What follows belongs to an exercise in optimizing a design on an open flow for small area; a production flow would make more cautious choices. Only simulation tests tie the RTL to the original design; equivalence was not proved. Power is estimated from default activity; no workload was simulated.

==> flow/design.v (excerpt) <==
module cis_ecc (
    input  wire        clk,
    input  wire        rst_n,
    input  wire        wr_valid,
    input  wire [63:0] wr_data,
    input  wire        wr_poison,
    input  wire [15:0] wr_inj,
    output wire         wc_valid,
    output wire  [15:0] wc_check,
    input  wire        rd_valid,
    input  wire [63:0] rd_data,
    input  wire [15:0] rd_check,
    output reg          rr_valid,
    output wire  [63:0] rr_data,
    output wire         rr_ce,
    output wire         rr_ue,
    output wire  [4:0]  rr_sym
);
export LEC_CHECK = 0
export CAP_MARGIN = 5
export CORE_MARGIN = 2
export CORE_UTILIZATION = 70
export GPL_TIMING_DRIVEN = 0
export SLEW_MARGIN = 5
create_clock -name core_clock -period 5.5 [get_ports {clk}]
standard.sh (not shown) runs the stock make flow with config.mk's settings and CLKGATE_MAP_FILE= SYNTH_SCRIPT=/design/flow/synth_recipe.tcl, a recipe that flattens the netlist after the stock synthesis.
==> flow/flow/run.sh <==
#!/bin/bash
# The standard layout with these changes:
#  - synthesis is the standard flow's own script (synth_recipe.tcl, run unchanged), except
#    that its ABC mapping step uses flow/area.abc, an area-oriented mapping;
#  - buf_1 cells as the port buffers (the default pick is a larger, slower
#    delay buffer);
#  - the clock tree is built from clkbuf_8 cells, without dummy loads.
set -euo pipefail
work=$PWD
{
  echo "# synth_recipe.tcl with its abc call pointed at flow/area.abc"
  echo "proc abc {args} {"
  echo "  set i [lsearch -exact \$args -script]"
  echo "  if {\$i >= 0} { lset args [expr {\$i + 1}] $work/flow/area.abc }"
  echo "  puts \"abc (own flow): \$args\""
  echo "  yosys abc {*}\$args"
  echo "}"
  cat "$work/synth_recipe.tcl"
} > "$work/own_synth.tcl"
cts="-sink_clustering_enable -repair_clock_nets -buf_list sky130_fd_sc_hd__clkbuf_8"
cts="$cts -root_buf sky130_fd_sc_hd__clkbuf_8 -dont_use_dummy_load"
cts="$cts -sink_clustering_size 28 -sink_clustering_max_diameter 80"
bash standard.sh "SYNTH_SCRIPT=$work/own_synth.tcl" \
  "BUFFER_PORTS_ARGS=-buffer_cell sky130_fd_sc_hd__buf_1" \
  "CTS_ARGS=$cts" finish > standard_flow.log 2>&1
==> flow/flow/area.abc <==
&get -n
&st
&syn3
&st
&dch -f
&nf -R 1000 -p -F 8 -A 4 -a
&st
&dch -f
&nf -R 1000 -p -F 8 -A 4 -a
&put
Then changed:
==> flow/flow/area.abc (replaced) <==
&get -n
&st
&dch -f
&nf -R 1000 -p -F 8 -A 4 -a
&put
Settings changed: CAP_MARGIN 5 to 20, CORE_UTILIZATION 70 to 75, GPL_TIMING_DRIVEN 0 to not set, SLEW_MARGIN 5 to 20.
=>
- The changed run ran to the end with no violations
- die area went down by a few percent
- non-clock buffer count went up by 9
- count of clock-buffer cells in the layout stays the same
- cell count went up by a few percent
- sequential share of layout area went down by 0.43 points
Then changed:
==> flow/flow/area.abc (replaced) <==
&get -n
&st
&syn3
&st
&dch -f
&nf -R 1000 -p -F 8 -A 4 -a
&st
&dch -f
&nf -R 1000 -p -F 8 -A 4 -a
&put
Settings changed: CORE_UTILIZATION 75 to 65.
The changed run ran to the end with no violations.
Final area drops slightly.
Die area climbs by roughly a tenth.
Cell count drops slightly.
Count of clock-buffer cells in the layout is unchanged.
Worst hold slack is about the same.
Sequential share of layout area climbs by 0.31 points.
Wire length drops by about a fifth.
Core utilization drops by 11 points.
Power drops by a few percent.
Then changed:
Settings changed: GPL_TIMING_DRIVEN set to 0.
Effect:
- die area is unchanged
- wire length increases by 0.42%
- final cell count shrinks by 0.63%
- first-iteration DRC count falls by 10%
- power is higher by 0.50%
Then changed:
Settings changed: CAP_MARGIN 20 to 5, SLEW_MARGIN 20 to 5.
- via count drops by 1.1%
- clock-buffer cell count does not change
- total power drops by 1.3%
Then changed:
--- a/flow/flow/run.sh
+++ b/flow/flow/run.sh
@@ -2,4 +2,6 @@
-# The standard layout with these changes:
-#  - synthesis is the standard flow's own script (synth_recipe.tcl, run unchanged), except
-#    that its ABC mapping step uses flow/area.abc, an area-oriented mapping;
-#  - buf_1 cells as the port buffers (the default pick is a larger, slower
+# The standard layout (standard.sh, ORFS from synthesis to the routed
+# layout) with these changes:
+#  - synthesis runs the standard flow's own script (synth_recipe.tcl) unchanged, except
+#    that its ABC mapping step reads flow/area.abc, an area-oriented mapping,
+#    instead of ORFS's speed script;
+#  - the port buffers are buf_1 cells (the default pick is a larger, slower
@@ -7,0 +10,2 @@
+# ORFS's logs stay under orfs/logs/; make's own output goes to
+# standard_flow.log in this folder.
@@ -22 +25,0 @@
-cts="$cts -sink_clustering_size 28 -sink_clustering_max_diameter 80"
==> flow/flow/area.abc (replaced) <==
&get -n
&st
&syn3
&st
&dch -f
&nf -R 1000 -p -F 8 -A 4 -a -E 10
&st
&dch -f
&nf -R 1000 -p -F 8 -A 4 -a -E 10
&put
After rerunning: Wire length is lower by 4.4%; die area is lower by 0.38%; cell count barely changes; via count is lower by 3.1%; hold slack is about the same; final area is lower by 0.35%; area after synthesis is lower by 0.40%.

-- what the ideal ports hide --
In the flow no input, the clock included, has a driving cell. The finished layouts below were timed again as built, in two steps. Step 1 (the two cells are an assumption about what drives the block):
set clk [get_ports {clk}]
set_driving_cell -lib_cell sky130_fd_sc_hd__clkbuf_16 $clk
set_driving_cell -lib_cell sky130_fd_sc_hd__buf_2 [delete_from_list [all_inputs] $clk]
Step 2, shift: input delay + t, output delay - t, t = (earliest + latest rising clock arrival at the registers) / 2. This alone moves slack from input paths to output paths. a / b / c = ideal ports / drivers / drivers and shift; a / b = the first two.
run	t, ns	slack for setup (ns)	clock arrival spread, ns
the first run	0.383	0.490 / 0.481 / 0.098	0.047 / 0.047
the second run	0.404	0.516 / 0.509 / 0.105	0.042 / 0.042
the third run	0.399	0.936 / 0.929 / 0.530	0.032 / 0.031
the fourth run	0.407	0.468 / 0.431 / 0.080	0.039 / 0.039
the fifth run	0.405	0.237 / 0.197 / 0.067	0.033 / 0.033
the sixth run	0.407	0.493 / 0.455 / 0.283	0.036 / 0.036
After both steps setup and hold are still met in every run listed. The setup slack of the second run, which loses most, moves by -0.007 ns with the drivers and by -0.411 ns with both steps.
